Context: an optimization exercise on an open-source flow, tuned for small area, a short achievable clock period and few clock cycles per item. The choices shown serve that exercise and are no tape-out recipe. In this exercise RTL edits were held to simulation tests only and were not proved equivalent to the original.

==> flow/design.v (outline; a module is shown in full before it is edited, if it fits) <==
// module st4_temporal: 4370 lines
module st4_temporal (
    input  wire        clk,
    input  wire        rst,
    input  wire        in_valid,
    output wire        in_ready,
    input  wire [19:0] in_c,         
    input  wire [23:0] in_hist,      
    input  wire [7:0]  in_tau,       
    input  wire        in_pad,       
    input  wire        in_restart,   
    input  wire        in_tnr,       
    input  wire        in_rtc,       
    input  wire        in_gap_k0,    
    input  wire [8:0]  in_amin,      
    input  wire [15:0] in_tlo,       
    input  wire [15:0] in_thi,       
    input  wire [11:0] in_kmax,      
    input  wire [17:0] in_rate,      
    output reg         out_valid,
    output reg  [19:0] out_z,        
    output reg  [23:0] out_hist,     
    output reg         out_sat,      
    output reg         out_clamp     
);
  // ...
==> flow/run.sh <==
#!/bin/bash
# synth_recipe.tcl (not shown) runs the flow's synth.tcl, then flattens the netlist and writes it again
# the make line also repeats each setting of config.mk as NAME=value (left out here)
make -C /OpenROAD-flow-scripts/flow DESIGN_CONFIG=/design/flow/config.mk WORK_HOME=/design/flow/orfs CLKGATE_MAP_FILE= SYNTH_SCRIPT=/design/flow/synth_recipe.tcl finish
==> flow/config.mk <==
export PLATFORM = sky130hd
export DESIGN_NAME = st4_temporal
export DESIGN_NICKNAME = st4_temporal
export VERILOG_FILES = /design/flow/design.v
export SDC_FILE = /design/flow/constraint.sdc
export NUM_CORES = 4
export LEC_CHECK = 0
export ABC_AREA = 1
export CAP_MARGIN = 40
export CORE_MARGIN = 2
export CORE_UTILIZATION = 55
export SLEW_MARGIN = 70
==> flow/constraint.sdc <==
create_clock -name core_clock -period 38.0 [get_ports {clk}]
set_input_delay 7.6000 -clock core_clock [delete_from_list [all_inputs] [get_ports {clk}]]
set_output_delay 7.6000 -clock core_clock [all_outputs]
set_load 0.01 [all_outputs]
==> qor.txt, run 1 <==
Area contributors post-synth - dfxtp_1 30%, fa_1 19%, ha_1 13%, inv_1 7.8%, xor2_1 7.3%
Routed len/inst - 16.5 um
Number of cells on the worst hold path - 0
Setup TNS - 0 ns
Status - complete, no violations
Fraction of area in registers - 26.8%
Port bufs - 177
Layout area overhead - 11.8%
Critical-path cell list - clkdlybuf4s50_1
Synth cell types - 61
Period utilization - 24.0%
Worst-skew pair later-pin latency - 0.66 ns
Placed cell count - 6,892
Reg2reg end - out_z[0]
Instance count on the critical path - 1
Core Region - 91,800 sq um
R2R depth - 29
Multi-input combinational area share - 54.8%
Number of flip-flops in the largest register - 26
Vert. Die Dim - 309 um
Clk cell area share - 5.02%
Pre-CTS setup slack - 28.67 ns
Non-clock buffers - 207
Finished Core Util - 62.2%
Met2 GRT Util - 39.9%
Synth top area share - 29.8%
Sequential area share after synthesis - 29.8%
Fin cells - 7,037
Multi-input logic area - 31,200 sq um
Testbench counts, summed over its fixed seeds: cycles 32,064, items 32,000.
==> run 2, diff against run 1 <==
--- a/flow/design.v
+++ b/flow/design.v
@@ -163,75 +163,16 @@
     wire s1ad_110 = s1ad_35 ^ s1ad_81;
     wire s1ad_111 = s1ad_37 ^ s1ad_91;
     wire s1ad_112 = s1ad_39 ^ s1ad_77;
     wire s1ad_113 = s1ad_41 ^ s1ad_92;
     wire [20:0] s1_dr = {s1ad_113, s1ad_112, s1ad_111, s1ad_110, s1ad_109, s1ad_108, s1ad_107, s1ad_106, s1ad_105, s1ad_104, s1ad_103, s1ad_102, s1ad_101, s1ad_100, s1ad_99, s1ad_98, s1ad_97, s1ad_96, s1ad_95, s1ad_94, s1ad_93};
     wire s1_dr_co = s1ad_82;
     wire        [20:0] s1_d  = s1_a0 ? 21'd0 : s1_dr;
     wire               s1_s  = s1_d[20];
-    wire s1am_0 = (s1_d[0] ^ s1_s) & s1_s;
-    wire s1am_1 = (s1_d[2] ^ s1_s) & (s1_d[1] ^ s1_s);
-    wire s1am_2 = (s1_d[4] ^ s1_s) & (s1_d[3] ^ s1_s);
-    wire s1am_3 = (s1_d[6] ^ s1_s) & (s1_d[5] ^ s1_s);
-    wire s1am_4 = (s1_d[8] ^ s1_s) & (s1_d[7] ^ s1_s);
-    wire s1am_5 = (s1_d[10] ^ s1_s) & (s1_d[9] ^ s1_s);
-    wire s1am_6 = (s1_d[12] ^ s1_s) & (s1_d[11] ^ s1_s);
-    wire s1am_7 = (s1_d[14] ^ s1_s) & (s1_d[13] ^ s1_s);
-    wire s1am_8 = (s1_d[16] ^ s1_s) & (s1_d[15] ^ s1_s);
-    wire s1am_9 = (s1_d[18] ^ s1_s) & (s1_d[17] ^ s1_s);
-    wire s1am_10 = (s1_d[20] ^ s1_s) & (s1_d[19] ^ s1_s);
-    wire s1am_11 = s1am_1 & s1am_0;
-    wire s1am_12 = s1am_3 & s1am_2;
-    wire s1am_13 = s1am_5 & s1am_4;
-    wire s1am_14 = s1am_7 & s1am_6;
-    wire s1am_15 = s1am_9 & s1am_8;
-    wire s1am_16 = s1am_12 & s1am_11;
-    wire s1am_17 = s1am_14 & s1am_13;
-    wire s1am_18 = s1am_17 & s1am_16;
-    wire s1am_19 = s1am_13 & s1am_16;
-    wire s1am_20 = s1am_15 & s1am_18;
-    wire s1am_21 = s1am_2 & s1am_11;
-    wire s1am_22 = s1am_4 & s1am_16;
-    wire s1am_23 = s1am_6 & s1am_19;
-    wire s1am_24 = s1am_8 & s1am_18;
-    wire s1am_25 = s1am_10 & s1am_20;
-    wire s1am_26 = (s1_d[1] ^ s1_s) & s1am_0;
-    wire s1am_27 = (s1_d[3] ^ s1_s) & s1am_11;
-    wire s1am_28 = (s1_d[5] ^ s1_s) & s1am_21;
-    wire s1am_29 = (s1_d[7] ^ s1_s) & s1am_16;
-    wire s1am_30 = (s1_d[9] ^ s1_s) & s1am_22;
-    wire s1am_31 = (s1_d[11] ^ s1_s) & s1am_19;
-    wire s1am_32 = (s1_d[13] ^ s1_s) & s1am_23;
-    wire s1am_33 = (s1_d[15] ^ s1_s) & s1am_18;
-    wire s1am_34 = (s1_d[17] ^ s1_s) & s1am_24;
-    wire s1am_35 = (s1_d[19] ^ s1_s) & s1am_20;
-    wire s1am_36 = (s1_d[0] ^ s1_s) ^ s1_s;
-    wire s1am_37 = (s1_d[1] ^ s1_s) ^ s1am_0;
-    wire s1am_38 = (s1_d[2] ^ s1_s) ^ s1am_26;
-    wire s1am_39 = (s1_d[3] ^ s1_s) ^ s1am_11;
-    wire s1am_40 = (s1_d[4] ^ s1_s) ^ s1am_27;
-    wire s1am_41 = (s1_d[5] ^ s1_s) ^ s1am_21;
-    wire s1am_42 = (s1_d[6] ^ s1_s) ^ s1am_28;
-    wire s1am_43 = (s1_d[7] ^ s1_s) ^ s1am_16;
-    wire s1am_44 = (s1_d[8] ^ s1_s) ^ s1am_29;
-    wire s1am_45 = (s1_d[9] ^ s1_s) ^ s1am_22;
-    wire s1am_46 = (s1_d[10] ^ s1_s) ^ s1am_30;
-    wire s1am_47 = (s1_d[11] ^ s1_s) ^ s1am_19;
-    wire s1am_48 = (s1_d[12] ^ s1_s) ^ s1am_31;
-    wire s1am_49 = (s1_d[13] ^ s1_s) ^ s1am_23;
-    wire s1am_50 = (s1_d[14] ^ s1_s) ^ s1am_32;
-    wire s1am_51 = (s1_d[15] ^ s1_s) ^ s1am_18;
-    wire s1am_52 = (s1_d[16] ^ s1_s) ^ s1am_33;
-    wire s1am_53 = (s1_d[17] ^ s1_s) ^ s1am_24;
-    wire s1am_54 = (s1_d[18] ^ s1_s) ^ s1am_34;
-    wire s1am_55 = (s1_d[19] ^ s1_s) ^ s1am_20;
-    wire s1am_56 = (s1_d[20] ^ s1_s) ^ s1am_35;
-    wire [20:0] s1_m = {s1am_56, s1am_55, s1am_54, s1am_53, s1am_52, s1am_51, s1am_50, s1am_49, s1am_48, s1am_47, s1am_46, s1am_45, s1am_44, s1am_43, s1am_42, s1am_41, s1am_40, s1am_39, s1am_38, s1am_37, s1am_36};
-    wire s1_m_co = s1am_25;
     wire s1at_0 = r0_thi[0] & ~r0_tlo[0];
     wire s1at_1 = r0_thi[0] ^ ~r0_tlo[0];
     wire s1at_2 = r0_thi[1] & ~r0_tlo[1];
     wire s1at_3 = r0_thi[1] ^ ~r0_tlo[1];
     wire s1at_4 = r0_thi[2] & ~r0_tlo[2];
     wire s1at_5 = r0_thi[2] ^ ~r0_tlo[2];
     wire s1at_6 = r0_thi[3] & ~r0_tlo[3];
     wire s1at_7 = r0_thi[3] ^ ~r0_tlo[3];
@@ -310,67 +251,67 @@
     wire s1at_80 = s1at_21 ^ s1at_66;
     wire s1at_81 = s1at_23 ^ s1at_58;
     wire s1at_82 = s1at_25 ^ s1at_67;
     wire s1at_83 = s1at_27 ^ s1at_61;
     wire s1at_84 = s1at_29 ^ s1at_68;
     wire s1at_85 = s1at_31 ^ s1at_57;
     wire [15:0] s1_tspan = {s1at_85, s1at_84, s1at_83, s1at_82, s1at_81, s1at_80, s1at_79, s1at_78, s1at_77, s1at_76, s1at_75, s1at_74, s1at_73, s1at_72, s1at_71, s1at_70};
     wire s1_tspan_co = s1at_69;
-    wire s1ah_0 = r0_thi[0] & ~s1_m[0];
-    wire s1ah_1 = r0_thi[0] ^ ~s1_m[0];
-    wire s1ah_2 = r0_thi[1] & ~s1_m[1];
-    wire s1ah_3 = r0_thi[1] ^ ~s1_m[1];
-    wire s1ah_4 = r0_thi[2] & ~s1_m[2];
-    wire s1ah_5 = r0_thi[2] ^ ~s1_m[2];
-    wire s1ah_6 = r0_thi[3] & ~s1_m[3];
-    wire s1ah_7 = r0_thi[3] ^ ~s1_m[3];
-    wire s1ah_8 = r0_thi[4] & ~s1_m[4];
-    wire s1ah_9 = r0_thi[4] ^ ~s1_m[4];
-    wire s1ah_10 = r0_thi[5] & ~s1_m[5];
-    wire s1ah_11 = r0_thi[5] ^ ~s1_m[5];
-    wire s1ah_12 = r0_thi[6] & ~s1_m[6];
-    wire s1ah_13 = r0_thi[6] ^ ~s1_m[6];
-    wire s1ah_14 = r0_thi[7] & ~s1_m[7];
-    wire s1ah_15 = r0_thi[7] ^ ~s1_m[7];
-    wire s1ah_16 = r0_thi[8] & ~s1_m[8];
-    wire s1ah_17 = r0_thi[8] ^ ~s1_m[8];
-    wire s1ah_18 = r0_thi[9] & ~s1_m[9];
-    wire s1ah_19 = r0_thi[9] ^ ~s1_m[9];
-    wire s1ah_20 = r0_thi[10] & ~s1_m[10];
-    wire s1ah_21 = r0_thi[10] ^ ~s1_m[10];
-    wire s1ah_22 = r0_thi[11] & ~s1_m[11];
-    wire s1ah_23 = r0_thi[11] ^ ~s1_m[11];
-    wire s1ah_24 = r0_thi[12] & ~s1_m[12];
-    wire s1ah_25 = r0_thi[12] ^ ~s1_m[12];
-    wire s1ah_26 = r0_thi[13] & ~s1_m[13];
-    wire s1ah_27 = r0_thi[13] ^ ~s1_m[13];
-    wire s1ah_28 = r0_thi[14] & ~s1_m[14];
-    wire s1ah_29 = r0_thi[14] ^ ~s1_m[14];
-    wire s1ah_30 = r0_thi[15] & ~s1_m[15];
-    wire s1ah_31 = r0_thi[15] ^ ~s1_m[15];
-    wire s1ah_32 = s1ah_0 | (s1ah_1 & 1'b1);
+    wire s1ah_0 = r0_thi[0] & (s1_d[0] ^ ~s1_s);
+    wire s1ah_1 = r0_thi[0] ^ (s1_d[0] ^ ~s1_s);
+    wire s1ah_2 = r0_thi[1] & (s1_d[1] ^ ~s1_s);
+    wire s1ah_3 = r0_thi[1] ^ (s1_d[1] ^ ~s1_s);
+    wire s1ah_4 = r0_thi[2] & (s1_d[2] ^ ~s1_s);
+    wire s1ah_5 = r0_thi[2] ^ (s1_d[2] ^ ~s1_s);
+    wire s1ah_6 = r0_thi[3] & (s1_d[3] ^ ~s1_s);
+    wire s1ah_7 = r0_thi[3] ^ (s1_d[3] ^ ~s1_s);
+    wire s1ah_8 = r0_thi[4] & (s1_d[4] ^ ~s1_s);
+    wire s1ah_9 = r0_thi[4] ^ (s1_d[4] ^ ~s1_s);
+    wire s1ah_10 = r0_thi[5] & (s1_d[5] ^ ~s1_s);
+    wire s1ah_11 = r0_thi[5] ^ (s1_d[5] ^ ~s1_s);
+    wire s1ah_12 = r0_thi[6] & (s1_d[6] ^ ~s1_s);
+    wire s1ah_13 = r0_thi[6] ^ (s1_d[6] ^ ~s1_s);
+    wire s1ah_14 = r0_thi[7] & (s1_d[7] ^ ~s1_s);
+    wire s1ah_15 = r0_thi[7] ^ (s1_d[7] ^ ~s1_s);
+    wire s1ah_16 = r0_thi[8] & (s1_d[8] ^ ~s1_s);
+    wire s1ah_17 = r0_thi[8] ^ (s1_d[8] ^ ~s1_s);
+    wire s1ah_18 = r0_thi[9] & (s1_d[9] ^ ~s1_s);
+    wire s1ah_19 = r0_thi[9] ^ (s1_d[9] ^ ~s1_s);
+    wire s1ah_20 = r0_thi[10] & (s1_d[10] ^ ~s1_s);
+    wire s1ah_21 = r0_thi[10] ^ (s1_d[10] ^ ~s1_s);
+    wire s1ah_22 = r0_thi[11] & (s1_d[11] ^ ~s1_s);
+    wire s1ah_23 = r0_thi[11] ^ (s1_d[11] ^ ~s1_s);
+    wire s1ah_24 = r0_thi[12] & (s1_d[12] ^ ~s1_s);
+    wire s1ah_25 = r0_thi[12] ^ (s1_d[12] ^ ~s1_s);
+    wire s1ah_26 = r0_thi[13] & (s1_d[13] ^ ~s1_s);
+    wire s1ah_27 = r0_thi[13] ^ (s1_d[13] ^ ~s1_s);
+    wire s1ah_28 = r0_thi[14] & (s1_d[14] ^ ~s1_s);
+    wire s1ah_29 = r0_thi[14] ^ (s1_d[14] ^ ~s1_s);
+    wire s1ah_30 = r0_thi[15] & (s1_d[15] ^ ~s1_s);
+    wire s1ah_31 = r0_thi[15] ^ (s1_d[15] ^ ~s1_s);
+    wire s1ah_32 = s1ah_0 | (s1ah_1 & ~s1_s);
     wire s1ah_33 = s1ah_4 | (s1ah_5 & s1ah_2);
     wire s1ah_34 = s1ah_5 & s1ah_3;
     wire s1ah_35 = s1ah_8 | (s1ah_9 & s1ah_6);
     wire s1ah_36 = s1ah_9 & s1ah_7;
     wire s1ah_37 = s1ah_12 | (s1ah_13 & s1ah_10);
     wire s1ah_38 = s1ah_13 & s1ah_11;
     wire s1ah_39 = s1ah_16 | (s1ah_17 & s1ah_14);
     wire s1ah_40 = s1ah_17 & s1ah_15;
     wire s1ah_41 = s1ah_20 | (s1ah_21 & s1ah_18);
     wire s1ah_42 = s1ah_21 & s1ah_19;
     wire s1ah_43 = s1ah_24 | (s1ah_25 & s1ah_22);
     wire s1ah_44 = s1ah_25 & s1ah_23;
     wire s1ah_45 = s1ah_28 | (s1ah_29 & s1ah_26);
     wire s1ah_46 = s1ah_29 & s1ah_27;
-    wire s1ah_47 = ~s1_m[16] & s1ah_30;
-    wire s1ah_48 = ~s1_m[16] & s1ah_31;
-    wire s1ah_49 = ~s1_m[18] & ~s1_m[17];
-    wire s1ah_50 = ~s1_m[20] & ~s1_m[19];
+    wire s1ah_47 = (s1_d[16] ^ ~s1_s) & s1ah_30;
+    wire s1ah_48 = (s1_d[16] ^ ~s1_s) & s1ah_31;
+    wire s1ah_49 = (s1_d[18] ^ ~s1_s) & (s1_d[17] ^ ~s1_s);
+    wire s1ah_50 = (s1_d[20] ^ ~s1_s) & (s1_d[19] ^ ~s1_s);
     wire s1ah_51 = s1ah_33 | (s1ah_34 & s1ah_32);
     wire s1ah_52 = s1ah_37 | (s1ah_38 & s1ah_35);
     wire s1ah_53 = s1ah_38 & s1ah_36;
     wire s1ah_54 = s1ah_41 | (s1ah_42 & s1ah_39);
     wire s1ah_55 = s1ah_42 & s1ah_40;
     wire s1ah_56 = s1ah_45 | (s1ah_46 & s1ah_43);
     wire s1ah_57 = s1ah_46 & s1ah_44;
     wire s1ah_58 = s1ah_49 & s1ah_47;
@@ -389,94 +330,94 @@
     wire s1ah_71 = s1ah_2 | (s1ah_3 & s1ah_32);
     wire s1ah_72 = s1ah_6 | (s1ah_7 & s1ah_51);
     wire s1ah_73 = s1ah_10 | (s1ah_11 & s1ah_66);
     wire s1ah_74 = s1ah_14 | (s1ah_15 & s1ah_60);
     wire s1ah_75 = s1ah_18 | (s1ah_19 & s1ah_67);
     wire s1ah_76 = s1ah_22 | (s1ah_23 & s1ah_64);
     wire s1ah_77 = s1ah_26 | (s1ah_27 & s1ah_68);
     wire s1ah_78 = s1ah_30 | (s1ah_31 & s1ah_63);
-    wire s1ah_79 = ~s1_m[17] & s1ah_69;
-    wire s1ah_80 = ~s1_m[19] & s1ah_65;
-    wire s1ah_81 = 1'b1 & s1ah_70;
-    wire s1ah_82 = s1ah_1 ^ 1'b1;
+    wire s1ah_79 = (s1_d[17] ^ ~s1_s) & s1ah_69;
+    wire s1ah_80 = (s1_d[19] ^ ~s1_s) & s1ah_65;
+    wire s1ah_81 = (s1_d[20] ^ ~s1_s) & s1ah_70;
+    wire s1ah_82 = s1ah_1 ^ ~s1_s;
     wire s1ah_83 = s1ah_3 ^ s1ah_32;
     wire s1ah_84 = s1ah_5 ^ s1ah_71;
     wire s1ah_85 = s1ah_7 ^ s1ah_51;
     wire s1ah_86 = s1ah_9 ^ s1ah_72;
     wire s1ah_87 = s1ah_11 ^ s1ah_66;
     wire s1ah_88 = s1ah_13 ^ s1ah_73;
     wire s1ah_89 = s1ah_15 ^ s1ah_60;
     wire s1ah_90 = s1ah_17 ^ s1ah_74;
     wire s1ah_91 = s1ah_19 ^ s1ah_67;
     wire s1ah_92 = s1ah_21 ^ s1ah_75;
     wire s1ah_93 = s1ah_23 ^ s1ah_64;
     wire s1ah_94 = s1ah_25 ^ s1ah_76;
     wire s1ah_95 = s1ah_27 ^ s1ah_68;
     wire s1ah_96 = s1ah_29 ^ s1ah_77;
     wire s1ah_97 = s1ah_31 ^ s1ah_63;
-    wire s1ah_98 = ~s1_m[16] ^ s1ah_78;
-    wire s1ah_99 = ~s1_m[17] ^ s1ah_69;
-    wire s1ah_100 = ~s1_m[18] ^ s1ah_79;
-    wire s1ah_101 = ~s1_m[19] ^ s1ah_65;
-    wire s1ah_102 = ~s1_m[20] ^ s1ah_80;
-    wire s1ah_103 = 1'b1 ^ s1ah_70;
+    wire s1ah_98 = (s1_d[16] ^ ~s1_s) ^ s1ah_78;
+    wire s1ah_99 = (s1_d[17] ^ ~s1_s) ^ s1ah_69;
+    wire s1ah_100 = (s1_d[18] ^ ~s1_s) ^ s1ah_79;
+    wire s1ah_101 = (s1_d[19] ^ ~s1_s) ^ s1ah_65;
+    wire s1ah_102 = (s1_d[20] ^ ~s1_s) ^ s1ah_80;
+    wire s1ah_103 = (s1_d[20] ^ ~s1_s) ^ s1ah_70;
     wire [21:0] s1_hm = {s1ah_103, s1ah_102, s1ah_101, s1ah_100, s1ah_99, s1ah_98, s1ah_97, s1ah_96, s1ah_95, s1ah_94, s1ah_93, s1ah_92, s1ah_91, s1ah_90, s1ah_89, s1ah_88, s1ah_87, s1ah_86, s1ah_85, s1ah_84, s1ah_83, s1ah_82};
     wire s1_hm_co = s1ah_81;
-    wire s1al_0 = r0_tlo[0] & ~s1_m[0];
-    wire s1al_1 = r0_tlo[0] ^ ~s1_m[0];
-    wire s1al_2 = r0_tlo[1] & ~s1_m[1];
-    wire s1al_3 = r0_tlo[1] ^ ~s1_m[1];
-    wire s1al_4 = r0_tlo[2] & ~s1_m[2];
-    wire s1al_5 = r0_tlo[2] ^ ~s1_m[2];
-    wire s1al_6 = r0_tlo[3] & ~s1_m[3];
-    wire s1al_7 = r0_tlo[3] ^ ~s1_m[3];
-    wire s1al_8 = r0_tlo[4] & ~s1_m[4];
-    wire s1al_9 = r0_tlo[4] ^ ~s1_m[4];
-    wire s1al_10 = r0_tlo[5] & ~s1_m[5];
-    wire s1al_11 = r0_tlo[5] ^ ~s1_m[5];
-    wire s1al_12 = r0_tlo[6] & ~s1_m[6];
-    wire s1al_13 = r0_tlo[6] ^ ~s1_m[6];
-    wire s1al_14 = r0_tlo[7] & ~s1_m[7];
-    wire s1al_15 = r0_tlo[7] ^ ~s1_m[7];
-    wire s1al_16 = r0_tlo[8] & ~s1_m[8];
-    wire s1al_17 = r0_tlo[8] ^ ~s1_m[8];
-    wire s1al_18 = r0_tlo[9] & ~s1_m[9];
-    wire s1al_19 = r0_tlo[9] ^ ~s1_m[9];
-    wire s1al_20 = r0_tlo[10] & ~s1_m[10];
-    wire s1al_21 = r0_tlo[10] ^ ~s1_m[10];
-    wire s1al_22 = r0_tlo[11] & ~s1_m[11];
-    wire s1al_23 = r0_tlo[11] ^ ~s1_m[11];
-    wire s1al_24 = r0_tlo[12] & ~s1_m[12];
-    wire s1al_25 = r0_tlo[12] ^ ~s1_m[12];
-    wire s1al_26 = r0_tlo[13] & ~s1_m[13];
-    wire s1al_27 = r0_tlo[13] ^ ~s1_m[13];
-    wire s1al_28 = r0_tlo[14] & ~s1_m[14];
-    wire s1al_29 = r0_tlo[14] ^ ~s1_m[14];
-    wire s1al_30 = r0_tlo[15] & ~s1_m[15];
-    wire s1al_31 = r0_tlo[15] ^ ~s1_m[15];
-    wire s1al_32 = s1al_0 | (s1al_1 & 1'b1);
+    wire s1al_0 = r0_tlo[0] & (s1_d[0] ^ ~s1_s);
+    wire s1al_1 = r0_tlo[0] ^ (s1_d[0] ^ ~s1_s);
+    wire s1al_2 = r0_tlo[1] & (s1_d[1] ^ ~s1_s);
+    wire s1al_3 = r0_tlo[1] ^ (s1_d[1] ^ ~s1_s);
+    wire s1al_4 = r0_tlo[2] & (s1_d[2] ^ ~s1_s);
+    wire s1al_5 = r0_tlo[2] ^ (s1_d[2] ^ ~s1_s);
+    wire s1al_6 = r0_tlo[3] & (s1_d[3] ^ ~s1_s);
+    wire s1al_7 = r0_tlo[3] ^ (s1_d[3] ^ ~s1_s);
+    wire s1al_8 = r0_tlo[4] & (s1_d[4] ^ ~s1_s);
+    wire s1al_9 = r0_tlo[4] ^ (s1_d[4] ^ ~s1_s);
+    wire s1al_10 = r0_tlo[5] & (s1_d[5] ^ ~s1_s);
+    wire s1al_11 = r0_tlo[5] ^ (s1_d[5] ^ ~s1_s);
+    wire s1al_12 = r0_tlo[6] & (s1_d[6] ^ ~s1_s);
+    wire s1al_13 = r0_tlo[6] ^ (s1_d[6] ^ ~s1_s);
+    wire s1al_14 = r0_tlo[7] & (s1_d[7] ^ ~s1_s);
+    wire s1al_15 = r0_tlo[7] ^ (s1_d[7] ^ ~s1_s);
+    wire s1al_16 = r0_tlo[8] & (s1_d[8] ^ ~s1_s);
+    wire s1al_17 = r0_tlo[8] ^ (s1_d[8] ^ ~s1_s);
+    wire s1al_18 = r0_tlo[9] & (s1_d[9] ^ ~s1_s);
+    wire s1al_19 = r0_tlo[9] ^ (s1_d[9] ^ ~s1_s);
+    wire s1al_20 = r0_tlo[10] & (s1_d[10] ^ ~s1_s);
+    wire s1al_21 = r0_tlo[10] ^ (s1_d[10] ^ ~s1_s);
+    wire s1al_22 = r0_tlo[11] & (s1_d[11] ^ ~s1_s);
+    wire s1al_23 = r0_tlo[11] ^ (s1_d[11] ^ ~s1_s);
+    wire s1al_24 = r0_tlo[12] & (s1_d[12] ^ ~s1_s);
+    wire s1al_25 = r0_tlo[12] ^ (s1_d[12] ^ ~s1_s);
+    wire s1al_26 = r0_tlo[13] & (s1_d[13] ^ ~s1_s);
+    wire s1al_27 = r0_tlo[13] ^ (s1_d[13] ^ ~s1_s);
+    wire s1al_28 = r0_tlo[14] & (s1_d[14] ^ ~s1_s);
+    wire s1al_29 = r0_tlo[14] ^ (s1_d[14] ^ ~s1_s);
+    wire s1al_30 = r0_tlo[15] & (s1_d[15] ^ ~s1_s);
+    wire s1al_31 = r0_tlo[15] ^ (s1_d[15] ^ ~s1_s);
+    wire s1al_32 = s1al_0 | (s1al_1 & ~s1_s);
     wire s1al_33 = s1al_4 | (s1al_5 & s1al_2);
     wire s1al_34 = s1al_5 & s1al_3;
     wire s1al_35 = s1al_8 | (s1al_9 & s1al_6);
     wire s1al_36 = s1al_9 & s1al_7;
     wire s1al_37 = s1al_12 | (s1al_13 & s1al_10);
     wire s1al_38 = s1al_13 & s1al_11;
     wire s1al_39 = s1al_16 | (s1al_17 & s1al_14);
     wire s1al_40 = s1al_17 & s1al_15;
     wire s1al_41 = s1al_20 | (s1al_21 & s1al_18);
     wire s1al_42 = s1al_21 & s1al_19;
     wire s1al_43 = s1al_24 | (s1al_25 & s1al_22);
     wire s1al_44 = s1al_25 & s1al_23;
     wire s1al_45 = s1al_28 | (s1al_29 & s1al_26);
     wire s1al_46 = s1al_29 & s1al_27;
-    wire s1al_47 = ~s1_m[16] & s1al_30;
-    wire s1al_48 = ~s1_m[16] & s1al_31;
-    wire s1al_49 = ~s1_m[18] & ~s1_m[17];
-    wire s1al_50 = ~s1_m[20] & ~s1_m[19];
+    wire s1al_47 = (s1_d[16] ^ ~s1_s) & s1al_30;
+    wire s1al_48 = (s1_d[16] ^ ~s1_s) & s1al_31;
+    wire s1al_49 = (s1_d[18] ^ ~s1_s) & (s1_d[17] ^ ~s1_s);
+    wire s1al_50 = (s1_d[20] ^ ~s1_s) & (s1_d[19] ^ ~s1_s);
     wire s1al_51 = s1al_33 | (s1al_34 & s1al_32);
     wire s1al_52 = s1al_37 | (s1al_38 & s1al_35);
     wire s1al_53 = s1al_38 & s1al_36;
     wire s1al_54 = s1al_41 | (s1al_42 & s1al_39);
     wire s1al_55 = s1al_42 & s1al_40;
     wire s1al_56 = s1al_45 | (s1al_46 & s1al_43);
     wire s1al_57 = s1al_46 & s1al_44;
     wire s1al_58 = s1al_49 & s1al_47;
@@ -495,41 +436,41 @@
     wire s1al_71 = s1al_2 | (s1al_3 & s1al_32);
     wire s1al_72 = s1al_6 | (s1al_7 & s1al_51);
     wire s1al_73 = s1al_10 | (s1al_11 & s1al_66);
     wire s1al_74 = s1al_14 | (s1al_15 & s1al_60);
     wire s1al_75 = s1al_18 | (s1al_19 & s1al_67);
     wire s1al_76 = s1al_22 | (s1al_23 & s1al_64);
     wire s1al_77 = s1al_26 | (s1al_27 & s1al_68);
     wire s1al_78 = s1al_30 | (s1al_31 & s1al_63);
-    wire s1al_79 = ~s1_m[17] & s1al_69;
-    wire s1al_80 = ~s1_m[19] & s1al_65;
-    wire s1al_81 = 1'b1 & s1al_70;
-    wire s1al_82 = s1al_1 ^ 1'b1;
+    wire s1al_79 = (s1_d[17] ^ ~s1_s) & s1al_69;
+    wire s1al_80 = (s1_d[19] ^ ~s1_s) & s1al_65;
+    wire s1al_81 = (s1_d[20] ^ ~s1_s) & s1al_70;
+    wire s1al_82 = s1al_1 ^ ~s1_s;
     wire s1al_83 = s1al_3 ^ s1al_32;
     wire s1al_84 = s1al_5 ^ s1al_71;
     wire s1al_85 = s1al_7 ^ s1al_51;
     wire s1al_86 = s1al_9 ^ s1al_72;
     wire s1al_87 = s1al_11 ^ s1al_66;
     wire s1al_88 = s1al_13 ^ s1al_73;
     wire s1al_89 = s1al_15 ^ s1al_60;
     wire s1al_90 = s1al_17 ^ s1al_74;
     wire s1al_91 = s1al_19 ^ s1al_67;
     wire s1al_92 = s1al_21 ^ s1al_75;
     wire s1al_93 = s1al_23 ^ s1al_64;
     wire s1al_94 = s1al_25 ^ s1al_76;
     wire s1al_95 = s1al_27 ^ s1al_68;
     wire s1al_96 = s1al_29 ^ s1al_77;
     wire s1al_97 = s1al_31 ^ s1al_63;
-    wire s1al_98 = ~s1_m[16] ^ s1al_78;
-    wire s1al_99 = ~s1_m[17] ^ s1al_69;
-    wire s1al_100 = ~s1_m[18] ^ s1al_79;
-    wire s1al_101 = ~s1_m[19] ^ s1al_65;
-    wire s1al_102 = ~s1_m[20] ^ s1al_80;
-    wire s1al_103 = 1'b1 ^ s1al_70;
+    wire s1al_98 = (s1_d[16] ^ ~s1_s) ^ s1al_78;
+    wire s1al_99 = (s1_d[17] ^ ~s1_s) ^ s1al_69;
+    wire s1al_100 = (s1_d[18] ^ ~s1_s) ^ s1al_79;
+    wire s1al_101 = (s1_d[19] ^ ~s1_s) ^ s1al_65;
+    wire s1al_102 = (s1_d[20] ^ ~s1_s) ^ s1al_80;
+    wire s1al_103 = (s1_d[20] ^ ~s1_s) ^ s1al_70;
     wire [21:0] s1_lm = {s1al_103, s1al_102, s1al_101, s1al_100, s1al_99, s1al_98, s1al_97, s1al_96, s1al_95, s1al_94, s1al_93, s1al_92, s1al_91, s1al_90, s1al_89, s1al_88, s1al_87, s1al_86, s1al_85, s1al_84, s1al_83, s1al_82};
     wire s1_lm_co = s1al_81;
     wire               s1_ge_hi = s1_hm[21] | (s1_hm == 22'd0);   
     wire               s1_le_lo = ~s1_lm[21];                     
     wire        [15:0] s1_u     = (!r0_tnr || s1_ge_hi) ? 16'd0 :
                                   s1_le_lo ? s1_tspan : s1_hm[15:0];
     reg [8:0] s1_agelo;
     always @(*) begin
==> flow/config.mk (replaced) <==
export PLATFORM = sky130hd
export DESIGN_NAME = st4_temporal
export DESIGN_NICKNAME = st4_temporal
export VERILOG_FILES = /design/flow/design.v
export SDC_FILE = /design/flow/constraint.sdc
export NUM_CORES = 4
export LEC_CHECK = 0
export ABC_AREA = 1
export CAP_MARGIN = 30
export CORE_MARGIN = 2
export CORE_UTILIZATION = 55
export CTS_BUF_LIST = sky130_fd_sc_hd__clkbuf_8
export SLEW_MARGIN = 55
==> qor.txt, run 2 <==
Port bufs - 177 (unchanged)
Routed len/inst - 16.3 um (-0.82%)
Commonest non-fill, non-tap cell in the layout - inv_1
Most common cell in the synthesized netlist - inv_1
Worst hold path class - flip-flop to flip-flop
Cell family with most CP delay - buffers and inverters
Max clock buf depth - 3
Layout cells sized above 1 - 5.19%
Final ANT Viol Nets - 0
GRT Total Usage - 24.7%
Worst EP arrival - 1.63 ns
Post_cts resized - 0
Largest net degree at the start of global routing - 61
DRC - 0
Vert. Die Dim - 308 um (-0.30%)
CTS tree - built
Clock root buffer - clkbuf_8
First-pass GRT wire length - 188 mm
Slowest CP cell - clkdlybuf4s50_1
Most frequent cells in the layout - 1,076 x inv_1, 756 x dfxtp_1, 732 x nand2_1
Synth top cells by count - 1,055 x inv_1, 761 x dfxtp_1, 742 x nand2_1
CP Launch Point - out_z[4]
Worst Path Max Fanout - 1
H-tree lvl count - 3
Post-synth top flop - dfxtp_1
Synth cell types - 57 (-6.6%)
Hold Vio Cnt, Final - 0
Die width - 308 um
HPWL after DPL - 92.0 mm
Launching point of the worst reg2reg path - r6_k[3]
Status - complete, no violations
CP Launch Type - flip-flop
Largest registers - r1_n (26), out_hist (24), r2_x (24)
Pre-antenna DRT Iters - 6
Vias in the first global route - 35,800
Avg Inst Size Synth - 9.08 sq um
Sequential area share after synthesis - 30.0% (+0.19 points)
Peak Freq - 0.108 GHz
Crit path required time - 30.40 ns
DR iter-0 viols - 2,383
Total gr overflow - 0
Synth area leader - dfxtp_1
Rel. slew slack - 55.9%
WHS - 0.303 ns
Worst Setup Path Type - flip-flop to primary output
Slew @ Worst Pin - 0.654 ns
Standard-cell rows - 111
Initial Util - 55.4%
Fin Clk Skew - 0.0522 ns
Period utilization - 24.3% (+0.31 points)
Worst setup EP type - primary output
WL final - 115 mm
Post-Synthesis Cells - 5,587
Biggest register - r1_n
Number of nets in the layout - 6,865
Cell Area, Synth - 50,700 sq um
Synthesis-stage register bit count - 761
Setup TNS - 0 ns (unchanged)
Final GP Congestion - 0.887
Via count - 36,100
Ys async rst share - 0%
Clock slew at reported path FFs - 0.06 ns
Unrepaired setup endpoints after global routing - no
Hold Path Origin - r1_kmax[10]
Slowest stage delay, CP - 0.54 ns
CTS Buf Count - 120
Final setup vio count - 0
Number of flip-flops in the largest register - 26 (unchanged)
Post-synth EDFFs - 0
Area contributors post-synth - dfxtp_1 30%, fa_1 19%, ha_1 13%, inv_1 7.8%, xor2_1 7.2%
Critical-path cell list - clkdlybuf4s50_1
Initial antenna violation count - 5
Cts hold-fix bufs - 0
Layout area overhead - 10.7%
DR vias/cell - 5.13
Synth top area share - 30.0% (+0.19 points)
Sequential Area - 15,200 sq um
CTS sink count - 761
Post-Syn Nets - 6,707
Multi-input logic area - 30,800 sq um (-1.5%)
DIE AREA - 94,700 sq um
Crit path buf inv count - 1
MaxCap Viol Count - 0
Minimum clock period - 9.23 ns
Max-slew violation count - 0
Worst-skew pair later-pin latency - 0.78 ns (+0.12 ns)
Fill cells - 8,125
Postcts setup bufs - 0
Io pins - 179
Yosys warnings - 1
R2r setup slk - 29.94 ns
Core Region - 91,500 sq um (-0.30%)
-- run 2: worst paths after layout --
kind                      end  cells after the start
setup / recovery     out_z[4]                      1
setup reg to reg     out_z[0]                     28
hold reg to reg   r2_kmax[10]                      0
hold / removal    r2_kmax[10]                      0
-- run 2: cell families (layout without fill, tap and decap cells) --
kind of cell	Yosys count	in the layout	share of synthesized area [%]
buffers and inverters	1254	1503	9.47
DFF	761	761	30.0
muxes	2	2	0.0394
xor gates and xnor gates	506	506	8.73
AOI/OAI and AO/OA	845	845	9.97
adders and majority gates	991	991	31.5
other	1	4	0.00739
and+or+nand+nor	1227	1227	10.3
-- run 2: worst reg2reg max path, delay by kind of cell (launching register included) --
family | cells | cell delay (ns)
AOI/OAI and AO/OA | 6 | 1.64
xor gates and xnor gates | 2 | 0.40
adders and majority gates | 6 | 2.90
buffers and inverters | 4 | 0.71
DFF | 1 | 0.58
and+or+nand+nor | 10 | 1.70
-- run 2: area by class of cell --
class	count	area share, %
Antenna cell	3	0.0134
Sequential cell	761	27.1
Clock buffer	145	3.55
Clock inverter	68	1.13
Multi-Input combinational cell	3572	54.8
Inverter	1088	7.27
Tap cell	1186	2.64
Timing Repair Buffer	202	3.49
-- run 2: metal layers --
metal	vias up	track usage [%]	share of wire, %
li1	18100	-	-
met1	16900	35.2	48
met2	798	38.9	45
met3	173	3.75	5.0
met4	6	7.16	2.5
met5	-	0	0.039
-- run 2: stage by stage --
stage	worst slack, ns	util (%)	area (sq um)	std cells
after CTS	28.67	61.3	56100	7021
final	28.77	61.4	56200	7025
after global routing	28.69	61.4	56200	7024
after detailed placement	28.77	58.4	53500	6808
after global placement	28.14	58.4	53500	6807
after floorplan	29.27	-	50700	5587
Testbench counts of run 2, summed over its fixed seeds: cycles 32,064, items 32,000.
==> run 3, diff against run 2 <==
--- a/flow/config.mk
+++ b/flow/config.mk
@@ -11,3 +11,2 @@
 export CORE_UTILIZATION = 55
-export CTS_BUF_LIST = sky130_fd_sc_hd__clkbuf_8
-export SLEW_MARGIN = 55
+export SLEW_MARGIN = 45
==> qor.txt, run 3 <==
Fill cells - 8,034 (-1.1%)
Synth Area in Adders - 31.5% (unchanged)
Final GP Congestion - 0.887 (unchanged)
Biggest register - r1_n
DIE AREA - 94,700 sq um (unchanged)
Final ANT Viol Nets - 0 (unchanged)
Post-Syn Nets - 6,707 (unchanged)
Finished Core Util - 61.7% (+0.27 points)
Cell Area, Synth - 50,700 sq um (unchanged)
R2R depth - 28 (unchanged)
Slowest stage delay, CP - 0.53 ns (about the same)
Rel. slew slack - 46.4% (-9.5 points)
Synth top cells by count - 1,055 x inv_1, 761 x dfxtp_1, 742 x nand2_1
Launching point of the worst reg2reg path - r6_k[3]
Hold Path Origin - r1_kmax[10]
CP Launch Type - flip-flop
R2r setup slk - 29.45 ns (-0.49 ns)
Worst-skew pair later-pin latency - 0.68 ns (-0.10 ns)
Fin Clk Skew - 0.0435 ns (-0.00862 ns)
DP Area - 53,500 sq um (about the same)
H-tree lvl count - 3 (unchanged)
Synthesis-stage register bit count - 761 (unchanged)
Number of nets in the layout - 6,825 (-0.58%)
Postcts setup bufs - 0 (unchanged)
Hold path endpoint - r2_kmax[10]
Critical-path cell list - clkdlybuf4s50_1
First-pass GRT wire length - 187 mm (-0.25%)
Pre-antenna DRT Iters - 6 (unchanged)
Worst Setup Path Type - flip-flop to primary output
Via count - 36,000 (-0.23%)
Fin cells - 6,957 (-0.97%)
Worst setup EP type - primary output
Max clock buf depth - 3 (unchanged)
Commonest non-fill, non-tap cell in the layout - inv_1
Vert. Die Dim - 308 um (unchanged)
Area contributors post-synth - dfxtp_1 30%, fa_1 19%, ha_1 13%, inv_1 7.8%, xor2_1 7.2%
Clock root buffer - clkbuf_16
Number of cells on the worst hold path - 0 (unchanged)
Post-Synth XOR/XNOR Area - 8.73% (unchanged)
Layout area overhead - 11.2%
Worst EP arrival - 1.53 ns (-0.10 ns)
Placed cell count - 6,807 (-0.015%)
Ys async rst share - 0% (unchanged)
Vias in the first global route - 35,300 (-1.4%)
Simple-Gate Fraction of Synth Area - 10.3% (unchanged)
Port bufs - 177 (unchanged)
Post_cts resized - 0 (unchanged)
Hold Vio Cnt, Final - 0 (unchanged)
Worst hold path class - flip-flop to flip-flop
Final setup vio count - 0 (unchanged)
Reg2reg end - out_z[0]
Cts hold-fix bufs - 0 (unchanged)
DR iter-0 viols - 2,591 (+8.7%)
Unrepaired setup endpoints after global routing - no
Slowest CP cell - clkdlybuf4s50_1
Routed len/inst - 16.6 um (+1.3%)
Main combinational cell family by area after synthesis - adder cells
Crit path buf inv count - 1 (unchanged)
CTS Buf Count - 81 (-33%)
Crit path required time - 30.40 ns (about the same)
Setup TNS - 0 ns (unchanged)
Yosys warnings - 1 (unchanged)
GRT Total Usage - 24.7% (+0.026 points)
Synth top area share - 30.0% (unchanged)
Minimum clock period - 9.13 ns (-0.0981 ns)
Number of flip-flops in the largest register - 26 (unchanged)
Slew @ Worst Pin - 0.800 ns (+0.145 ns)
Final Cell Area - 56,400 sq um (+0.43%)
Status - complete, no violations
Io pins - 179 (unchanged)
Avg Inst Size Synth - 9.08 sq um (unchanged)
Clock slew at reported path FFs - 0.06 ns (about the same)
CTS sink count - 761 (unchanged)
Period utilization - 24.0% (-0.26 points)
Most frequent cells in the layout - 1,051 x inv_1, 760 x dfxtp_1, 738 x nand2_1
MaxCap Viol Count - 0 (unchanged)
Max-slew violation count - 0 (unchanged)
Initial Util - 55.4% (unchanged)
CTS tree - built
Cell family with most CP delay - buffers and inverters
Most common cell in the synthesized netlist - inv_1
Die width - 308 um (unchanged)
DR vias/cell - 5.17 (+0.75%)
DRC - 0 (unchanged)
Synth area leader - dfxtp_1
Antenna cells - 0 (-3)
Multiplexer share of the synthesized area - 0.0394% (unchanged)
Sequential area share after synthesis - 30.0% (unchanged)
Layout cells sized above 1 - 4.18% (-1.0 points)
Post-synth top flop - dfxtp_1
Largest registers - r1_n (26), out_hist (24), r2_x (24)
Core Region - 91,500 sq um (unchanged)
Total gr overflow - 0 (unchanged)
CP Launch Point - out_hist[11]
Post-Synthesis Cells - 5,587 (unchanged)
Synth cell types - 57 (unchanged)
Largest net degree at the start of global routing - 61 (unchanged)
HPWL after DPL - 92.1 mm (+0.20%)
Peak Freq - 0.110 GHz (+1.1%)
WL final - 115 mm (+0.32%)
Worst Path Max Fanout - 1 (unchanged)
Standard-cell rows - 111 (unchanged)
Synth Area in Compound Gates - 9.97% (unchanged)
Initial antenna violation count - 8 (+3)
Post-synth EDFFs - 0 (unchanged)
-- run 3: changes by cell type in the layout (fill, tap and decap cells not counted), sizes merged --
| cell | previous run | this run |
|---|---|---|
| clkbuf | 145 | 100 |
| inv | 1100 | 1078 |
| clkinv | 37 | 41 |
| bufinv | 9 | 12 |
| clkinvlp | 10 | 7 |
| diode | 3 | 0 |
| buf | 26 | 24 |
-- run 3: how the worst max path moves through the flow --
stage / to / slack (ns) / depth (start not counted)
floorplan: s1_agelo[4] / 29.27 / 5
global placement: s1_agelo[1] / 28.14 / 8
detailed placement: s1_agelo[1] / 28.77 / 9
CTS: out_z[15] / 28.81 / 1
global route: out_z[3] / 28.82 / 1
finish: out_hist[11] / 28.87 / 1
-- run 3: kinds of logic after synthesis --
| kind of cell | Yosys count |
|---|---|
| adders and majority gates | 991 |
| DFF | 761 |
| xor gates and xnor gates | 506 |
| buffers and inverters | 1254 |
| other | 1 |
| muxes | 2 |
| AOI/OAI and AO/OA | 845 |
| and+or+nand+nor | 1227 |
-- run 3: final cells by class --
type	count	area (sq um)	share of cell area [%]
timing repair buffer	201	1940	3.44
inverter	1088	4080	7.24
sequential	761	15200	27.0
tap	1186	1480	2.63
clock buffer	99	2190	3.89
multi-input combinational	3572	30700	54.5
clock inverter	50	766	1.36
-- run 3: worst reg2reg max path, delay by kind of cell, from the launching register on --
| family | cells | cell delay [ns] |
|---|---|---|
| AOI/OAI and AO/OA | 5 | 1.15 |
| xor gates and xnor gates | 2 | 0.39 |
| adders and majority gates | 6 | 2.89 |
| buffers and inverters | 4 | 0.80 |
| DFF | 1 | 0.78 |
| and+or+nand+nor | 11 | 2.45 |
-- run 3: through the flow --
| stage | worst slack, ns | hold slack (ns) |
|---|---|---|
| global route | 28.82 | 0.307 |
| CTS | 28.81 | 0.293 |
| finish | 28.87 | 0.301 |
| global placement | 28.14 | 0.310 |
| floorplan | 29.27 | 0.310 |
| detailed placement | 28.77 | 0.312 |
-- run 3: metal layers --
metal	global-route usage [%]	wire, um	part of all wire (%)
met3	4.02	6540	5.7
met2	38.7	50600	44
met5	0	30	0.026
met4	7.80	3430	3.0
met1	35.1	54500	47
==> run 4, diff against run 3 <==
--- a/flow/config.mk
+++ b/flow/config.mk
@@ -11,2 +11,2 @@
 export CORE_UTILIZATION = 55
-export SLEW_MARGIN = 45
+export SLEW_MARGIN = 55
==> qor.txt, run 4 <==
Io pins - 179 (unchanged)
Synth top area share - 30.0% (unchanged)
Sequential Area - 15,200 sq um (about the same)
Antenna cells - 0 (unchanged)
Synth top cells by count - 1,055 x inv_1, 761 x dfxtp_1, 742 x nand2_1
Worst EP arrival - 1.49 ns (-0.04 ns)
HPWL after DPL - 92.0 mm (-0.20%)
Vert. Die Dim - 308 um (unchanged)
Number of flip-flops in the largest register - 26 (unchanged)
Peak Freq - 0.110 GHz (+0.47%)
CTS Buf Count - 80 (-1.2%)
Slew @ Worst Pin - 0.643 ns (-0.157 ns)
Pre-antenna DRT Iters - 5 (-1)
Synthesis-stage register bit count - 761 (unchanged)
CP Launch Type - flip-flop
Core Region - 91,500 sq um (unchanged)
Area contributors post-synth - dfxtp_1 30%, fa_1 19%, ha_1 13%, inv_1 7.8%, xor2_1 7.2%
Layout area overhead - 10.9%
Worst hold path class - flip-flop to flip-flop
Final ANT Viol Nets - 0 (unchanged)
Synth cell types - 57 (unchanged)
Number of nets in the layout - 6,825 (unchanged)
Critical-path cell list - clkdlybuf4s50_1
Rel. slew slack - 57.1% (+11 points)
Placed cell count - 6,808 (+0.015%)
H-tree lvl count - 3 (unchanged)
Slowest CP cell - clkdlybuf4s50_1
Met1 Use GR - 35.4% (+0.38 points)
Fin cells - 6,955 (-0.029%)
Vias in the first global route - 35,400 (+0.20%)
Worst Path Max Fanout - 1 (unchanged)
Largest net degree at the start of global routing - 61 (unchanged)
Status - complete, no violations
Post-Synthesis Cells - 5,587 (unchanged)
Die width - 308 um (unchanged)
Synth area leader - dfxtp_1
Final GP Congestion - 0.887 (unchanged)
CTS tree - built
DR vias/cell - 5.17 (about the same)
Cell family with most CP delay - buffers and inverters
Busiest grt layer - met2
Fin Clk Skew - 0.0265 ns (-0.0170 ns)
Sequential area share after synthesis - 30.0% (unchanged)
GRT Total Usage - 24.7% (-0.068 points)
Ys async rst share - 0% (unchanged)
Worst setup EP type - primary output
Post-synth top flop - dfxtp_1
Met2 GRT Util - 38.9% (+0.23 points)
Slowest stage delay, CP - 0.53 ns (about the same)
Biggest register - r1_n
WL final - 115 mm (-0.11%)
Max-slew violation count - 0 (unchanged)
Post_cts resized - 0 (unchanged)
First-pass GRT wire length - 187 mm (about the same)
Final setup vio count - 0 (unchanged)
Commonest non-fill, non-tap cell in the layout - inv_1
Unrepaired setup endpoints after global routing - no
Postcts setup bufs - 0 (unchanged)
Minimum clock period - 9.09 ns (-0.0428 ns)
Crit path buf inv count - 1 (unchanged)
Cell Area, Synth - 50,700 sq um (unchanged)
Multi-input logic area - 30,800 sq um (+0.17%)
Layout cells sized above 1 - 4.33% (+0.16 points)
Pre-CTS setup slack - 28.77 ns (-0.00260 ns)
Setup TNS - 0 ns (unchanged)
Cts hold-fix bufs - 0 (unchanged)
DR iter-0 viols - 2,399 (-7.4%)
Worst-skew pair later-pin latency - 0.65 ns (-0.03 ns)
Post-synth EDFFs - 0 (unchanged)
Yosys warnings - 1 (unchanged)
DIE AREA - 94,700 sq um (unchanged)
Port bufs - 177 (unchanged)
Period utilization - 23.9% (-0.11 points)
DRC - 0 (unchanged)
Largest registers - r1_n (26), out_hist (24), r2_x (24)
Initial antenna violation count - 4 (-4)
MaxCap Viol Count - 0 (unchanged)
Max clock buf depth - 3 (unchanged)
Crit path required time - 30.40 ns (about the same)
Post-Syn Nets - 6,707 (unchanged)
Total gr overflow - 0 (unchanged)
Fill cells - 8,059 (+0.31%)
Initial Util - 55.4% (unchanged)
Worst Setup Path Type - flip-flop to primary output
Most common cell in the synthesized netlist - inv_1
Avg Inst Size Synth - 9.08 sq um (unchanged)
Standard-cell rows - 111 (unchanged)
Via count - 35,900 (-0.11%)
Final Worst Setup Slack - 28.91 ns (+0.0428 ns)
CTS sink count - 761 (unchanged)
Clock slew at reported path FFs - 0.07 ns (about the same)
Hold Vio Cnt, Final - 0 (unchanged)
Most frequent cells in the layout - 1,051 x inv_1, 756 x dfxtp_1, 732 x nand2_1
Clock root buffer - clkbuf_16
Routed len/inst - 16.5 um (about the same)
M3 GR Usage - 3.46% (-0.56 points)
-- run 4: cell counts after synthesis --
No cell type changed its count.
-- run 4: per-layer routing --
metal / wire (um) / share of wire, % / vias to the layer above
met1: 55200 / 48 / 16900
met3: 5950 / 5.2 / 159
li1: - / - / 18000
met4: 2710 / 2.4 / 4
met5: 26 / 0.023 / -
met2: 51200 / 44 / 817
-- run 4: kinds of logic after synthesis --
kind of cell | count (synthesis) | share of synthesized area (%)
AO/OA/AOI/OAI | 845 | 9.97
XOR/XNOR | 506 | 8.73
adder cells (fa/ha/maj) | 991 | 31.5
buffers and inverters | 1254 | 9.47
flip-flops | 761 | 30.0
multiplexers | 2 | 0.0394
other | 1 | 0.00739
AND/OR/NAND/NOR | 1227 | 10.3
-- run 4: layout make-up --
cell class	instances	share of cell area, %
clock buffer	103	3.95
clock inverter	43	0.834
tap	1186	2.64
multi-input combinational	3572	54.7
timing repair buffer	202	3.50
inverter	1088	7.26
sequential	761	27.1
-- run 4: worst paths after layout --
path	from	to	slack [ns]	cells after the start
min	r4_q[5]	r5_q[5]	0.31	0
max	out_hist[1]	out_hist[1]	28.91	1
min reg2reg	r4_q[5]	r5_q[5]	0.31	0
max reg2reg	r6_k[3]	out_z[0]	29.90	28
-- run 4: stage by stage --
step	utilization, %	hold slack [ns]	cell area [sq um]
final	61.5	0.313	56300
after detailed placement	58.4	0.312	53500
after global routing	61.5	0.326	56300
after global placement	58.4	0.310	53500
after floorplan	-	0.310	50700
after CTS	61.4	0.315	56200
==> run 5, diff against run 4 <==
--- a/flow/config.mk
+++ b/flow/config.mk
@@ -11,2 +11,4 @@
 export CORE_UTILIZATION = 55
+export CTS_CLUSTER_DIAMETER = 160
+export CTS_CLUSTER_SIZE = 20
 export SLEW_MARGIN = 55
==> qor.txt, run 5 <==
First-pass GRT wire length - 186 mm (-0.84%)
Vias in the first global route - 35,000 (-1.2%)
Layout cells sized above 1 - 2.89% (-1.4 points)
MaxCap Viol Count - 0 (unchanged)
Worst-skew pair later-pin latency - 0.61 ns (-0.04 ns)
Max clock buf depth - 3 (unchanged)
Post_cts resized - 0 (unchanged)
HPWL after DPL - 92.0 mm (unchanged)
Fill cells - 8,186 (+1.6%)
Number of flip-flops in the largest register - 26 (unchanged)
Synth area leader - dfxtp_1
Cell family with most CP delay - buffers and inverters
Sequential area share after synthesis - 30.0% (unchanged)
R2r setup slk - 29.93 ns (+0.03 ns)
Worst Setup Path Type - flip-flop to primary output
DR iter-0 viols - 2,390 (-0.38%)
Max-slew violation count - 0 (unchanged)
Post-synth EDFFs - 0 (unchanged)
Initial antenna violation count - 4 (unchanged)
Reg2reg end - out_z[0]
Slowest stage delay, CP - 0.53 ns (about the same)
Post-Synthesis Cells - 5,587 (unchanged)
CTS sink count - 761 (unchanged)
Clock root buffer - clkbuf_16
H-tree lvl count - 2 (-1)
Io pins - 179 (unchanged)
Cell Area, Synth - 50,700 sq um (unchanged)
Largest net degree at the start of global routing - 61 (unchanged)
DR vias/cell - 5.17 (+0.14%)
Synth cell types - 57 (unchanged)
Worst Path Max Fanout - 1 (unchanged)
DIE AREA - 94,700 sq um (unchanged)
Ys async rst share - 0% (unchanged)
GRT Total Usage - 24.4% (-0.29 points)
Number of nets in the layout - 6,789 (-0.53%)
Instance count on the critical path - 1 (unchanged)
Period utilization - 23.8% (-0.071 points)
Final ANT Viol Nets - 0 (unchanged)
Critical-path cell list - clkdlybuf4s50_1
Multi-input logic area - 30,800 sq um (about the same)
Crit path required time - 30.40 ns (about the same)
Postcts setup bufs - 0 (unchanged)
Cts hold-fix bufs - 0 (unchanged)
Avg Inst Size Synth - 9.08 sq um (unchanged)
CP Launch Type - flip-flop
Final GP Congestion - 0.887 (unchanged)
Launching point of the worst reg2reg path - r6_k[3]
Rel. slew slack - 56.6% (-0.51 points)
Most common cell in the synthesized netlist - inv_1
Pre-antenna DRT Iters - 5 (unchanged)
Worst hold path class - flip-flop to flip-flop
DRC - 0 (unchanged)
Biggest register - r1_n
WL final - 114 mm (-1.1%)
CTS tree - built
Initial Util - 55.4% (unchanged)
Fin Clk Skew - 0.0376 ns (+0.0111 ns)
Post-synth top flop - dfxtp_1
Die width - 308 um (unchanged)
Synthesis-stage register bit count - 761 (unchanged)
Slew @ Worst Pin - 0.650 ns (+0.00692 ns)
Hold Vio Cnt, Final - 0 (unchanged)
Antenna cells - 0 (unchanged)
Setup TNS - 0 ns (unchanged)
Routed len/inst - 16.6 um (+0.25%)
Placed cell count - 6,808 (unchanged)
Area contributors post-synth - dfxtp_1 30%, fa_1 19%, ha_1 13%, inv_1 7.8%, xor2_1 7.2%
Standard-cell rows - 111 (unchanged)
Largest registers - r1_n (26), out_hist (24), r2_x (24)
Layout area overhead - 7.89%
Critical Path End - out_z[15]
CTS Buf Count - 44 (-45%)
Worst EP arrival - 1.46 ns (-0.03 ns)
Port bufs - 177 (unchanged)
Slowest CP cell - clkdlybuf4s50_1
Final setup vio count - 0 (unchanged)
Synth top area share - 30.0% (unchanged)
R2R depth - 28 (unchanged)
Fin cells - 6,859 (-1.4%)
Most frequent cells in the layout - 1,051 x inv_1, 756 x dfxtp_1, 732 x nand2_1
Total gr overflow - 0 (unchanged)
Post-Syn Nets - 6,707 (unchanged)
Vert. Die Dim - 308 um (unchanged)
Synth top cells by count - 1,055 x inv_1, 761 x dfxtp_1, 742 x nand2_1
CP Launch Point - out_z[15]
Worst setup EP type - primary output
Peak Freq - 0.110 GHz (+0.30%)
Status - complete, no violations
Unrepaired setup endpoints after global routing - no
Crit path buf inv count - 1 (unchanged)
Sequential Area - 15,200 sq um (unchanged)
Commonest non-fill, non-tap cell in the layout - inv_1
Minimum clock period - 9.06 ns (-0.0271 ns)
Core Region - 91,500 sq um (unchanged)
Yosys warnings - 1 (unchanged)
Clock slew at reported path FFs - 0.08 ns (about the same)
Via count - 35,500 (-1.2%)
[run 5: cell counts after synthesis]
Identical to the previous run, type by type.
[run 5: logic make-up (layout without fill, tap and decap cells)]
kind of cell               count (synthesis)  in the layout  synth area share, %
buffers and inverters                   1254           1340                 9.47
and+or+nand+nor                         1227           1227                 10.3
adders and majority gates                991            991                 31.5
AOI/OAI and AO/OA                        845            845                 9.97
DFF                                      761            761                 30.0
xor gates and xnor gates                 506            506                 8.73
muxes                                      2              2               0.0394
other                                      1              1              0.00739
[run 5: worst reg2reg max path, delay by kind of cell (launching register included)]
family                     cells  cell delay [ns]
xor gates and xnor gates       2             0.40
DFF                            1             0.58
adders and majority gates      6             2.89
buffers and inverters          4             0.71
and+or+nand+nor               10             1.71
AOI/OAI and AO/OA              6             1.64
[run 5: worst min path at each step]
stage | from | endpoint | slack [ns] | cells past startpoint
after floorplan | r6_clamp | out_clamp | 0.31 | 0
after global placement | r1_pad | r2_pad | 0.31 | 0
after detailed placement | r4_q[5] | r5_q[5] | 0.31 | 0
after CTS | r3_dh[4] | r4_dh[4] | 0.31 | 0
after global routing | r3_dh[4] | r4_dh[4] | 0.31 | 0
final | r3_dh[4] | r4_dh[4] | 0.30 | 0
[run 5: metal layers]
layer / part of all wire, % / global-route usage (%)
met4: 2.3 / 5.84
met5: 0.026 / 0
met2: 44 / 38.5
met1: 49 / 35.5
met3: 4.7 / 3.01
[run 5: final cells by class]
class / instances / area share, %
Multi-Input combinational cell: 3572 / 56.2
Clock inverter: 3 / 0.0754
Timing Repair Buffer: 202 / 3.59
Sequential cell: 761 / 27.8
Tap cell: 1186 / 2.71
Clock buffer: 47 / 2.11
Inverter: 1088 / 7.46
[run 5: through the flow]
step	util (%)	hold WS (ns)	instance area [sq um]	setup WS [ns]
finish	59.8	0.304	54800	28.94
global route	59.8	0.308	54800	28.86
CTS	59.8	0.307	54700	28.87
detailed placement	58.4	0.312	53500	28.77
global placement	58.4	0.310	53500	28.14
floorplan	-	0.310	50700	29.27
==> run 6, diff against run 5 <==
--- a/flow/config.mk
+++ b/flow/config.mk
@@ -11,4 +11,4 @@
 export CORE_UTILIZATION = 55
-export CTS_CLUSTER_DIAMETER = 160
-export CTS_CLUSTER_SIZE = 20
+export CTS_CLUSTER_DIAMETER = 200
+export CTS_CLUSTER_SIZE = 30
 export SLEW_MARGIN = 55
==> qor.txt, run 6 <==
Status - complete, no violations
Port bufs - 177 (unchanged)
MaxCap Viol Count - 0 (unchanged)
CTS sink count - 761 (unchanged)
Clock slew at reported path FFs - 0.12 ns (+0.04 ns)
Post-synth top flop - dfxtp_1
Setup TNS - 0 ns (unchanged)
WL final - 113 mm (-0.86%)
Synthesis-stage register bit count - 761 (unchanged)
Core Region - 91,500 sq um (unchanged)
CTS Buf Count - 29 (-34%)
Worst Setup Path Type - flip-flop to primary output
R2R depth - 28 (unchanged)
Synth top cells by count - 1,055 x inv_1, 761 x dfxtp_1, 742 x nand2_1
Largest net degree at the start of global routing - 61 (unchanged)
Final setup vio count - 0 (unchanged)
Multiplexer share of the synthesized area - 0.0394% (unchanged)
Unrepaired setup endpoints after global routing - no
Total gr overflow - 0 (unchanged)
Number of flip-flops in the largest register - 26 (unchanged)
Largest registers - r1_n (26), out_hist (24), r2_x (24)
Standard-cell rows - 111 (unchanged)
Crit path buf inv count - 1 (unchanged)
Avg Inst Size Synth - 9.08 sq um (unchanged)
Rel. slew slack - 56.1% (-0.49 points)
Layout area overhead - 6.99%
Antenna cells - 0 (unchanged)
Fin Clk Skew - 0.0332 ns (-0.00440 ns)
Final ANT Viol Nets - 0 (unchanged)
Via count - 35,300 (-0.56%)
DIE AREA - 94,700 sq um (unchanged)
H-tree lvl count - 1 (-1)
Die width - 308 um (unchanged)
Number of nets in the layout - 6,773 (-0.24%)
Area contributors post-synth - dfxtp_1 30%, fa_1 19%, ha_1 13%, inv_1 7.8%, xor2_1 7.2%
Final GP Congestion - 0.887 (unchanged)
Pre-antenna DRT Iters - 5 (unchanged)
Slowest stage delay, CP - 0.53 ns (about the same)
Post-synth EDFFs - 0 (unchanged)
Instance count on the critical path - 1 (unchanged)
DRC - 0 (unchanged)
Hold Vio Cnt, Final - 0 (unchanged)
Max clock buf depth - 3 (unchanged)
Synth Area in Compound Gates - 9.97% (unchanged)
Main combinational cell family by area after synthesis - adder cells
Initial antenna violation count - 4 (unchanged)
Io pins - 179 (unchanged)
Most frequent cells in the layout - 1,051 x inv_1, 756 x dfxtp_1, 732 x nand2_1
Initial Util - 55.4% (unchanged)
Postcts setup bufs - 0 (unchanged)
DR vias/cell - 5.16 (-0.29%)
First-pass GRT wire length - 184 mm (-0.68%)
Most common cell in the synthesized netlist - inv_1
Post-Synth XOR/XNOR Area - 8.73% (unchanged)
Simple-Gate Fraction of Synth Area - 10.3% (unchanged)
Crit path required time - 30.40 ns (about the same)
Cts hold-fix bufs - 0 (unchanged)
Layout cells sized above 1 - 2.56% (-0.33 points)
Critical-path cell list - clkdlybuf4s50_1
Synth area leader - dfxtp_1
CP Launch Type - flip-flop
Slew @ Worst Pin - 0.652 ns (+0.00199 ns)
Worst EP arrival - 1.51 ns (+0.05 ns)
Post_cts resized - 0 (unchanged)
HPWL after DPL - 92.0 mm (unchanged)
Biggest register - r1_n
Synth Area in Adders - 31.5% (unchanged)
Sequential area share after synthesis - 30.0% (unchanged)
Final Cell Area - 54,300 sq um (-0.84%)
Slowest CP cell - clkdlybuf4s50_1
Post-Synthesis Cells - 5,587 (unchanged)
Worst Path Max Fanout - 1 (unchanged)
Worst hold path class - flip-flop to flip-flop
Worst setup EP type - primary output
Minimum clock period - 9.11 ns (+0.0537 ns)
Vias in the first global route - 34,700 (-0.69%)
Cell Area, Synth - 50,700 sq um (unchanged)
Routed len/inst - 16.5 um (-0.58%)
Synth top area share - 30.0% (unchanged)
GRT Total Usage - 24.1% (-0.26 points)
Worst-skew pair later-pin latency - 0.64 ns (+0.03 ns)
DR iter-0 viols - 2,481 (+3.8%)
Clock root buffer - clkbuf_16
Peak Freq - 0.110 GHz (-0.59%)
Cell family with most CP delay - buffers and inverters
DP Area - 53,500 sq um (unchanged)
Yosys warnings - 1 (unchanged)
Post-Syn Nets - 6,707 (unchanged)
Number of cells on the worst hold path - 0 (unchanged)
Period utilization - 24.0% (+0.14 points)
Vert. Die Dim - 308 um (unchanged)
Commonest non-fill, non-tap cell in the layout - inv_1
Synth cell types - 57 (unchanged)
Ys async rst share - 0% (unchanged)
CTS tree - built
Max-slew violation count - 0 (unchanged)
==> run 6: changes by cell type in the layout (fill, tap and decap cells not counted) <==
cell       delta
clkbuf_16    -17
clkinv_8      -2
inv_16        +1
buf_12        -1
==> run 6: path summary, 6_finish.rpt <==
check        slack (ns)   startpoint     endpoint
min reg2reg        0.31     r3_dh[4]     r4_dh[4]
max               28.89  out_hist[1]  out_hist[1]
max reg2reg       29.91      r6_k[3]     out_z[0]
min                0.31     r3_dh[4]     r4_dh[4]
==> run 6: kinds of logic after synthesis <==
kind of cell | Yosys count
AO/OA/AOI/OAI | 845
flip-flops | 761
buffers and inverters | 1254
other | 1
multiplexers | 2
XOR/XNOR | 506
adder cells (fa/ha/maj) | 991
AND/OR/NAND/NOR | 1227
==> run 6: stage by stage <==
stage	cells	setup slack [ns]	hold slack, ns	util [%]
after global placement	6807	28.14	0.310	58.4
after global routing	6840	28.81	0.314	59.3
after CTS	6840	28.81	0.303	59.3
after detailed placement	6808	28.77	0.312	58.4
after floorplan	5587	29.27	0.310	-
final	6840	28.89	0.309	59.3
==> run 6: cell type report <==
type                            instances  area, sq um
Fill cell                            8253        37200
Multi-Input combinational cell       3572        30800
Sequential cell                       761        15200
Inverter                             1088         4090
Timing Repair Buffer                  201         1940
Tap cell                             1186         1480
Clock buffer                           30          729
Clock inverter                          2         28.8
==> run 6: per-layer routing <==
metal  wire [um]  up-vias  global-route usage [%]
met5          29        -                       0
met4        2260        4                    5.01
met3        4930      116                    2.48
met2       50200      709                    38.4
met1       55300    16600                    35.5
li1            -    17800                       -

-- static timing again, ports no longer ideal --
In the flow no input, the clock included, has a driving cell. The finished layouts below were timed again as built, in two steps. Step 1 sets driving cells, clkbuf_16 on the clock port and buf_2 on the other inputs (assumed; they add their load-dependent delay and slew). Step 2, shift: input delay + t, output delay - t, t = (earliest + latest rising clock arrival at the registers) / 2. This alone moves slack from input paths to output paths. Three values: ideal, step 1, step 2; two values: the first two.
| run | t, ns | setup slack, ns | hold slack, ns | worst setup path at the end | pins driven straight from the clock port |
|---|---|---|---|---|---|
| run 1 | 0.710 | 28.892 / 28.819 / 28.673 | 0.307 / 0.307 / 0.307 | input to register | 1 |
| run 2 | 0.817 | 28.772 / 28.705 / 28.762 | 0.303 / 0.303 / 0.303 | input to register | 1 |
| run 3 | 0.730 | 28.870 / 28.798 / 28.747 | 0.301 / 0.301 / 0.301 | input to register | 1 |
| run 4 | 0.704 | 28.913 / 28.846 / 28.753 | 0.313 / 0.313 / 0.313 | input to register | 1 |
| run 5 | 0.663 | 28.940 / 28.873 / 28.769 | 0.304 / 0.304 / 0.304 | input to register | 1 |
| run 6 | 0.698 | 28.887 / 28.818 / 28.769 | 0.309 / 0.309 / 0.309 | input to register | 1 |
After both steps every run listed still meets setup and hold. For run 1, which loses most, drivers alone change the setup slack by -0.073 ns; drivers and shift together by -0.219 ns.
